Source: an optimization exercise on an open RTL-to-GDS flow (aim: small area, a short achievable clock period and few clock cycles per item). Production flows keep margins and buffers that such runs may drop.
In this exercise RTL edits were held to simulation tests only and were not proved equivalent to the original.
Power and IR drop assume default switching activity.

`flow/config.mk`:
```
export PLATFORM = sky130hd
export DESIGN_NAME = qarea
export DESIGN_NICKNAME = qarea
export VERILOG_FILES = /design/flow/design.v
export SDC_FILE = /design/flow/constraint.sdc
export NUM_CORES = 4
export LEC_CHECK = 0
export CAP_MARGIN = 20
export CORE_MARGIN = 2
export CORE_UTILIZATION = 40
export PLACE_DENSITY = 0.6
export SLEW_MARGIN = 20
```
`flow/constraint.sdc`:
```
create_clock -name core_clock -period 15.0 [get_ports {clk}]
set_input_delay 3.0000 -clock core_clock [delete_from_list [all_inputs] [get_ports {clk}]]
set_output_delay 3.0000 -clock core_clock [all_outputs]
set_load 0.01 [all_outputs]
```
`flow/design.v`:
```
module qarea (
    input  wire        clk,
    input  wire        rst,
    input  wire        in_valid,
    output wire        in_ready,
    input  wire [33:0] in_h,
    input  wire [32:0] in_d,
    input  wire [33:0] in_dy,
    input  wire [32:0] in_ua,
    input  wire [32:0] in_ub,
    output reg         out_valid,
    output reg  [24:0] out_q,
    output reg         out_part
);
    localparam [2:0] S_IDLE = 3'd0, S_P1 = 3'd1, S_C0 = 3'd2, S_C1 = 3'd3,
                     S_MUL = 3'd4, S_DIV = 3'd5, S_OUT = 3'd6;
    reg [2:0]  state;
    reg [5:0]  cnt;
    reg [1:0]  kcls;         
    reg [33:0] h;
    reg [33:0] dy;
    reg [32:0] dr;           
    reg [32:0] uar;          
    reg [6:0]  wr;           
    reg [45:0] A;
    reg [45:0] T;
    reg        aovf, asgn;
    reg [66:0] B;
    reg [93:0] R;
    reg        cmp, flat;
    reg [1:0]  gsel;         
    assign in_ready = (state == S_IDLE) || (state == S_OUT);
    wire [32:0] D   = dr;                        
    wire [45:0] M   = {7'd0, D, 6'd0};
    wire [45:0] D32 = {8'd0, D, 5'd0};
    wire [33:0] s   = dy[33] ? (~dy + 34'd1) : dy;
    wire [45:0] hx  = {{12{h[33]}}, h};
    wire [45:0] dyx = {{12{dy[33]}}, dy};
    wire bitD = dr[32];
    wire bitU = uar[32];
    wire lo_neg  = A[45];
    wire hi_le0  = T[45] | (T == 46'd0);
    wire lo_geM  = ~A[45] & ((A[44:39] != 6'd0) | (A[38:0] >= M[38:0]));
    wire hi_gtM  = ~T[45] & ((T[44:39] != 6'd0) | (T[38:0] >  M[38:0]));
    wire [1:0] fcase = {hi_gtM, lo_neg};    
    reg  [45:0] x1, x2, x3;
    reg         cin;
    always @(*) begin
        x1 = A; x2 = T; x3 = 46'd0; cin = 1'b0;
        if (state == S_P1) begin
            x1 = {A[44:0], 1'b0};
            x2 = bitD ? hx : 46'd0;
            x3 = bitU ? dyx : 46'd0;
        end else if (state == S_C1) begin
            case (fcase)
                2'd0: begin x1 = A; x2 = T; end
                2'd1: begin x1 = T; x2 = 46'd0; end
                2'd2: begin x1 = M; x2 = ~A; cin = 1'b1; end
                default: begin x1 = T; x2 = ~D32; cin = 1'b1; end
            endcase
        end
    end
    wire [45:0] asum = x1 + x2 + x3 + {45'd0, cin};
    wire [45:0] tsum = {T[44:0], 1'b0} + (wr[6] ? dyx : 46'd0);
    reg         gbit;
    always @(*) begin
        case (gsel)
            2'd0:    gbit = A[cnt];
            2'd1:    gbit = wr[6];
            default: gbit = (cnt == 6'd7);
        endcase
    end
    wire        isdiv = (state == S_DIV);
    wire [81:0] yv = isdiv ? {1'b1, ~B, 14'h3FFF} :
                     (state == S_P1) ? (bitD ? {48'd0, s} : 82'd0) :
                     (gbit ? {41'd0, A[40:0]} : 82'd0);
    wire [82:0] rs = {1'b0, R[92:11]} + {isdiv, yv} + {82'd0, isdiv};
    wire        take = ~rs[82];
    wire [93:0] rnext = (isdiv && !take) ? {R[92:0], 1'b0}
                                         : {rs[81:0], R[10:0], 1'b0} | {93'd0, isdiv};
    wire        rem_nz = (R[93:26] != 68'd0);
    wire        up   = ~flat & R[0] & (rem_nz | R[1]);
    wire [24:0] full = {wr, 18'd0};
    wire [24:0] qr   = R[25:1];
    wire [24:0] res  = cmp ? (full + ~qr + {24'd0, ~up}) : (qr + {24'd0, up});
    wire        part = (res != 25'd0) && (res != full);
    wire [6:0]  in_w  = in_ub[6:0] - in_ua[6:0];
    wire        in_k0 = (in_d[32:8] == 25'd0);
    wire        in_k1 = (in_d[32:16] == 17'd0);
    wire [6:0]  in_hcl = in_h[33] ? 7'd0 : (in_h[32:6] != 27'd0) ? 7'd64 : {1'b0, in_h[5:0]};
    wire        accept = in_valid && in_ready;
    always @(posedge clk) begin
        if (rst) begin
            state     <= S_IDLE;
            out_valid <= 1'b0;
        end else begin
            out_valid <= 1'b0;
            if (state == S_OUT) begin
                out_q     <= res;
                out_part  <= part;
                out_valid <= 1'b1;
                state     <= S_IDLE;
            end
            if (accept) begin
                h    <= in_h;
                dy   <= in_dy;
                wr   <= in_w;
                T    <= 46'd0;
                R    <= 94'd0;
                aovf <= 1'b0;
                cmp  <= 1'b0;
                if (in_k0) begin
                    kcls <= 2'd0;
                    dr   <= {in_d[7:0], 25'd0};
                    uar  <= {in_ua[7:0], 25'd0};
                    cnt  <= 6'd7;
                end else if (in_k1) begin
                    kcls <= 2'd1;
                    dr   <= {in_d[15:0], 17'd0};
                    uar  <= {in_ua[15:0], 17'd0};
                    cnt  <= 6'd15;
                end else begin
                    kcls <= 2'd2;
                    dr   <= in_d;
                    uar  <= in_ua;
                    cnt  <= 6'd32;
                end
                if (in_dy == 34'd0) begin
                    flat  <= 1'b1;
                    gsel  <= 2'd1;
                    A     <= {38'd0, in_hcl, 1'b0};
                    cnt   <= 6'd6;
                    state <= S_MUL;
                end else begin
                    flat  <= 1'b0;
                    A     <= 46'd0;
                    state <= S_P1;
                end
            end else begin
                case (state)
                    S_P1: begin
                        dr  <= {dr[31:0], dr[32]};
                        uar <= {uar[31:0], 1'b0};
                        A   <= asum;
                        if (!aovf && (asum[45:43] != 3'b000) && (asum[45:43] != 3'b111)) begin
                            aovf <= 1'b1;
                            asgn <= asum[45];
                        end
                        R   <= rnext;
                        if (cnt < 6'd7) begin
                            T  <= tsum;
                            wr <= {wr[5:0], wr[6]};
                        end
                        cnt <= cnt - 6'd1;
                        if (cnt == 6'd0) state <= S_C0;
                    end
                    S_C0: begin
                        B <= R[78:12];
                        R <= 94'd0;
                        if (aovf) begin
                            cmp   <= ~asgn;
                            state <= S_OUT;
                        end else begin
                            if (dy[33]) begin
                                A <= asum;
                                T <= A;
                            end else begin
                                T <= asum;
                            end
                            state <= S_C1;
                        end
                    end
                    S_C1: begin
                        if (hi_le0) begin
                            state <= S_OUT;              
                        end else if (lo_geM) begin
                            cmp   <= 1'b1;               
                            state <= S_OUT;
                        end else begin
                            A     <= asum;
                            state <= S_MUL;
                            case (fcase)
                                2'd0: begin              
                                    gsel <= 2'd1;
                                    cnt  <= 6'd6;
                                    B    <= {34'd0, D};
                                end
                                2'd3: begin              
                                    gsel <= 2'd2;
                                    cnt  <= 6'd7;
                                    B    <= {33'd0, s};
                                end
                                default: begin           
                                    cmp  <= fcase[1];
                                    gsel <= 2'd0;
                                    case (kcls)
                                        2'd0:    cnt <= 6'd13;
                                        2'd1:    cnt <= 6'd21;
                                        default: cnt <= 6'd38;
                                    endcase
                                end
                            endcase
                        end
                    end
                    S_MUL: begin
                        R <= rnext;
                        if (gsel == 2'd1) wr <= {wr[5:0], wr[6]};
                        cnt <= cnt - 6'd1;
                        if (cnt == 6'd0) begin
                            if (flat) state <= S_OUT;
                            else begin
                                cnt   <= 6'd25;
                                state <= S_DIV;
                            end
                        end
                    end
                    S_DIV: begin
                        R   <= rnext;
                        cnt <= cnt - 6'd1;
                        if (cnt == 6'd0) state <= S_OUT;
                    end
                    default: ;
                endcase
            end
        end
    end
endmodule
```
`flow/run.sh`:
```
#!/bin/bash
# synth_recipe.tcl (not shown) runs the flow's synth.tcl, then flattens the netlist and writes it again
# the make line also repeats each setting of config.mk as NAME=value (left out here)
make -C /OpenROAD-flow-scripts/flow DESIGN_CONFIG=/design/flow/config.mk WORK_HOME=/design/flow/orfs CLKGATE_MAP_FILE= SYNTH_SCRIPT=/design/flow/synth_recipe.tcl finish
```
==> run notes <==
----------------------------------------------------
[Run status]
  Run status ... timing/DRC/antenna clean

[Timing]
  RSZ-0062 raised after global routing ... false
  Min Clock Period, post-route ... 10.23 ns
  Summed negative setup slack over all endpoints ... 0 ns
  Worst-case clock skew ... 0.0395 ns
  Highest attainable clock frequency ... 97.8 MHz
  Period utilization ... 68.2%
  Transition time at the pin with the least slew margin ... 1.21 ns
  Final hold violation count ... 0
  Count of final setup violators ... 0
  Count of final max-slew check failures ... 0
  Remaining max-slew budget at the tightest pin ... 19.3%

[Global routing]
  First-pass GRT wire length ... 219000 microns
  Total global routing track utilization ... 29.5%
  Remaining Overflow, GRT ... 0
  Initial antenna violation count ... 9
  Vias in the first global route ... 33.4k
  Pin count of the biggest net entering global routing ... 99

[Clocking]
  # H-tree levels ... 2
  Number of sinks on the clock net ... 438
  Buffer type at the clock tree root ... sky130_fd_sc_hd__clkbuf_16
  Clock tree from TritonCTS ... yes
  Post-cts gate resize count ... 0
  Bufs on Longest Clock Path ... 3
  Worst-Skew Late Latency ... 0.70 ns
  Hold-fix buffer count after cts ... 0
  Clock-pin transition on the worst setup and hold timing paths ... 0.06 ns
  CTS Buf Count ... 54
  Number of buffers added for setup after CTS ... 0

[Drt]
  Detailed-route wire length per cell ... 25.8 microns
  Initial drt markers ... 3934
  Count of vias placed by the detailed router ... 35.7k
  # DRC ... 0
  First drt pass iteration count ... 7
  Number of antenna-violating nets in the routed design ... 0
  WL final ... 148000 microns
  Via/cell ratio ... 6.21

[Power and ir drop]
  Leakage power figure ... 16.6 nW
  Worst VDD drop ... 106 uV
  Pwr Density ... 202 mW/mm^2

[Synth]
  Net count of the mapped netlist ... 4904
  Count of state elements after synthesis ... 438
  Average footprint of a synthesized cell ... 8.59 sq um
  Share of synthesized flip-flops with an asynchronous set or reset ... 0%
  Fraction of post-synthesis cell area in the top cell type by area ... 34.3%
  Top post-synthesis cells by area ... sky130_fd_sc_hd__edfxtp_1, sky130_fd_sc_hd__ha_1, sky130_fd_sc_hd__nand2_1
  Synthesized netlist cell count ... 4422
  Register area share after synthesis ... 34.5%
  Dominant register cell in the synthesized netlist ... sky130_fd_sc_hd__edfxtp_1
  Library cell with the largest summed area after synthesis ... sky130_fd_sc_hd__edfxtp_1
  Synth warn ... 1
  Synth cell types ... 93
  Post-synthesis cell area ... 0.0380 sq mm
  Number of enable flip-flop cells after synthesis ... 434

[Flow run]
  Max-cap violation count ... 0

[Critical path]
  Worst Setup End Kind ... flop
  Kind of critical path ... flop to flop
  Endpoint arrival time on the critical path ... 10.65 ns
  Slowest cell on the critical path ... sky130_fd_sc_hd__nor4b_1
  Critical path's largest stage delay ... 0.79 ns
  Critical path peak fanout ... 31
  Type of element launching the critical path ... flop
  Data required, critical path ... 15.42 ns

[Floorplanning]
  Placement row count ... 113
  Total die area ... 0.0974 sq mm
  Die X-Extent ... 312 microns
  Core footprint ... 0.0946 sq mm
  Boundary pin count ... 198
  Chip Height ... 312 microns
  Starting density of the core ... 40.2%

[Placed design]
  Final estimated routing congestion in global placement ... 1.01
  Post-DP HPWL ... 110000 microns
  Post-place instance area ... 0.0408 sq mm
  Count of port buffers added during placement ... 171

[Cells and area]
  Nets ... 4915
  Cell area after layout ... 0.0427 sq mm
  Fraction of final layout cells with drive strength greater than 1 ... 5.32%
  Area Growth Syn to Fin ... 12.4%
  Number of fillers in the final layout ... 9279

[Worst hold path]
  Min-Delay Path Class ... flop to flop

----------------------------------------------------
==> routing by layer <==
| layer | global-route usage, % | vias to the layer above | routed length (microns) |
|---|---|---|---|
| li1 | - | 16339 | - |
| met1 | 38.9 | 17281 | 60800 |
| met2 | 46.8 | 1712 | 67100 |
| met3 | 5.79 | 346 | 13200 |
| met4 | 13.3 | 2 | 7400 |
| met5 | 0 | - | 11 |
==> Yosys cell counts (10+ instances only) <==
master	instances
sky130_fd_sc_hd__nand2_1	564
sky130_fd_sc_hd__edfxtp_1	434
sky130_fd_sc_hd__o21ai_0	395
sky130_fd_sc_hd__a21oi_1	394
sky130_fd_sc_hd__nor2_1	345
sky130_fd_sc_hd__ha_1	263
sky130_fd_sc_hd__clkbuf_1	234
sky130_fd_sc_hd__inv_1	197
sky130_fd_sc_hd__xnor2_1	127
sky130_fd_sc_hd__a21o_1	113
sky130_fd_sc_hd__a211oi_1	105
sky130_fd_sc_hd__xor2_1	105
sky130_fd_sc_hd__and2_1	95
sky130_fd_sc_hd__nand3_1	85
sky130_fd_sc_hd__nand4_1	65
sky130_fd_sc_hd__nor4_1	63
sky130_fd_sc_hd__nor3_1	50
sky130_fd_sc_hd__fa_1	49
sky130_fd_sc_hd__a221o_1	45
sky130_fd_sc_hd__a221oi_1	41
sky130_fd_sc_hd__o21bai_1	40
sky130_fd_sc_hd__a31oi_1	39
sky130_fd_sc_hd__nand2b_1	36
sky130_fd_sc_hd__nor2b_1	36
sky130_fd_sc_hd__and3_1	32
sky130_fd_sc_hd__mux2i_1	32
sky130_fd_sc_hd__o22ai_1	32
sky130_fd_sc_hd__o31ai_1	31
sky130_fd_sc_hd__o21a_1	30
sky130_fd_sc_hd__o211ai_1	28
sky130_fd_sc_hd__buf_1	23
sky130_fd_sc_hd__nor3b_1	19
sky130_fd_sc_hd__buf_2	18
sky130_fd_sc_hd__or3_1	16
sky130_fd_sc_hd__a22o_1	14
sky130_fd_sc_hd__mux4_2	14
sky130_fd_sc_hd__a211o_1	13
sky130_fd_sc_hd__or4_1	12
sky130_fd_sc_hd__a21boi_0	11
sky130_fd_sc_hd__o221ai_1	10
==> per-stage QoR <==
| stage | power (mW) | std cells | setup slack [ns] | hold slack, ns | util, % |
|---|---|---|---|---|---|
| 4_1_cts | 8.48 | 5742 | 5.07 | 0.458 | 45.1 |
| 6_report | 8.61 | 5746 | 4.77 | 0.474 | 45.1 |
| 3_3_place_gp | 7.00 | 5641 | 5.14 | 0.490 | 43.1 |
| 3_5_place_dp | 7.04 | 5642 | 5.12 | 0.491 | 43.2 |
| 5_1_grt | 9.12 | 5744 | 4.47 | 0.476 | 45.1 |
| 2_1_floorplan | 5.50 | 4422 | 5.87 | 0.484 | - |
==> worst paths after layout <==
kind	from	end	slack, ns	depth (start not counted)
setup reg to reg	dr[32]	aovf	4.77	29
hold reg to reg	uar[14]	uar[15]	0.47	2
hold / removal	uar[14]	uar[15]	0.47	2
setup / recovery	dr[32]	aovf	4.77	29
==> state kept, by name, summed over array words and instances, names as in the netlist <==
register and count:
A 46, aovf 1, dy 34, B 67, R 94, cmp 1, wr 7, T 46
h 34, out_q 25, dr 33, state 3, cnt 6, asgn 1, out_part 1, gsel 2
out_valid 1, kcls 2, uar 33, flat 1
==> layout make-up <==
type | count | area [sq um] | share of cell area, %
repair buffers | 235 | 2200 | 5.15
inverters | 201 | 756 | 1.77
clock inverters | 36 | 475 | 1.11
clock buffers | 64 | 1390 | 3.25
well taps | 1265 | 1580 | 3.71
flip-flops and latches | 438 | 13100 | 30.7
diodes | 4 | 10.0 | 0.0234
multi-input cells | 3503 | 23200 | 54.3
==> critical path: cells and delay by family (launching register included) <==
kind | cells | cell delay [ns]
and+or+nand+nor | 6 | 1.56
AOI/OAI and AO/OA | 12 | 4.23
adders and majority gates | 4 | 1.82
buffers and inverters | 6 | 1.73
DFF | 1 | 0.32
muxes | 1 | 0.28
==> cell usage in the layout, fill, tap and decap left out, types with 13 or more instances in the layout <==
cell | synthesis | final
sky130_fd_sc_hd__o21bai_1 | 40 | 40
sky130_fd_sc_hd__o22ai_1 | 32 | 32
sky130_fd_sc_hd__clkdlybuf4s50_1 | 0 | 171
sky130_fd_sc_hd__fa_1 | 49 | 49
sky130_fd_sc_hd__and2_1 | 95 | 93
sky130_fd_sc_hd__nand3_1 | 85 | 85
sky130_fd_sc_hd__nand4_1 | 65 | 65
sky130_fd_sc_hd__xor2_1 | 105 | 105
sky130_fd_sc_hd__o21a_1 | 30 | 29
sky130_fd_sc_hd__ha_1 | 263 | 261
sky130_fd_sc_hd__inv_1 | 197 | 196
sky130_fd_sc_hd__buf_4 | 3 | 63
sky130_fd_sc_hd__a21o_1 | 113 | 113
sky130_fd_sc_hd__nor3b_1 | 19 | 18
sky130_fd_sc_hd__nor3_1 | 50 | 46
sky130_fd_sc_hd__nand2_1 | 564 | 563
sky130_fd_sc_hd__and3_1 | 32 | 32
sky130_fd_sc_hd__o31ai_1 | 31 | 31
sky130_fd_sc_hd__xnor2_1 | 127 | 127
sky130_fd_sc_hd__a211o_1 | 13 | 13
sky130_fd_sc_hd__nor4_1 | 63 | 62
sky130_fd_sc_hd__o211ai_1 | 28 | 28
sky130_fd_sc_hd__edfxtp_1 | 434 | 434
sky130_fd_sc_hd__nand2b_1 | 36 | 35
sky130_fd_sc_hd__a221oi_1 | 41 | 41
sky130_fd_sc_hd__a211oi_1 | 105 | 105
sky130_fd_sc_hd__mux4_2 | 14 | 14
sky130_fd_sc_hd__a31oi_1 | 39 | 38
sky130_fd_sc_hd__nor2b_1 | 36 | 36
sky130_fd_sc_hd__clkbuf_16 | 0 | 54
sky130_fd_sc_hd__a221o_1 | 45 | 45
sky130_fd_sc_hd__nor2_1 | 345 | 341
sky130_fd_sc_hd__o21ai_0 | 395 | 394
sky130_fd_sc_hd__a22o_1 | 14 | 14
sky130_fd_sc_hd__a21oi_1 | 394 | 392
sky130_fd_sc_hd__or3_1 | 16 | 14
sky130_fd_sc_hd__mux2i_1 | 32 | 32
==> report_power, final <==
group	internal (mW)	switching, mW	leakage [nW]
logic	1.83	3.12	11.6
clock network	0.822	0.604	0.902
registers	1.80	0.431	4.11
total	4.45	4.16	16.6
==> logic make-up (layout without fill, tap and decap cells) <==
| kind of cell | after synthesis | after routing | share of synthesized area [%] |
|---|---|---|---|
| adder cells (fa/ha/maj) | 312 | 312 | 11.2 |
| multiplexers | 49 | 49 | 1.76 |
| AND/OR/NAND/NOR | 1466 | 1466 | 18.1 |
| AO/OA/AOI/OAI | 1444 | 1444 | 24.1 |
| XOR/XNOR | 232 | 232 | 5.35 |
| other | 0 | 4 | 0 |
| flip-flops | 438 | 438 | 34.5 |
| buffers and inverters | 481 | 536 | 4.86 |
Testbench counts, summed over its fixed seeds: cycles 170,614, items 4,800.

-- port drivers added, routing unchanged --
How much do the figures lean on ideal ports? The routed layout below was timed once more, with nothing changed but the port constraints.
Step 1 assumes that a clkbuf_16 drives the clock port and a buf_2 every other input.
Step 2, shift: input delay + t, output delay - t, t = (earliest + latest rising clock arrival at the registers) / 2. This alone moves slack from input paths to output paths.
a / b / c = no drivers / after step 1 / after step 2; a / b = the first two.
t (ns): 0.753
setup WS [ns]: 4.774 / 4.774 / 4.774
worst setup path after step 2: register to register
latest minus earliest clock arrival (ns): 0.040 / 0.040
worst slew at a driven data input, ns: 0.13
After both steps setup and hold are still met in this run. For this run, drivers alone change the setup slack by 0.000 ns; drivers and shift together by 0.000 ns.
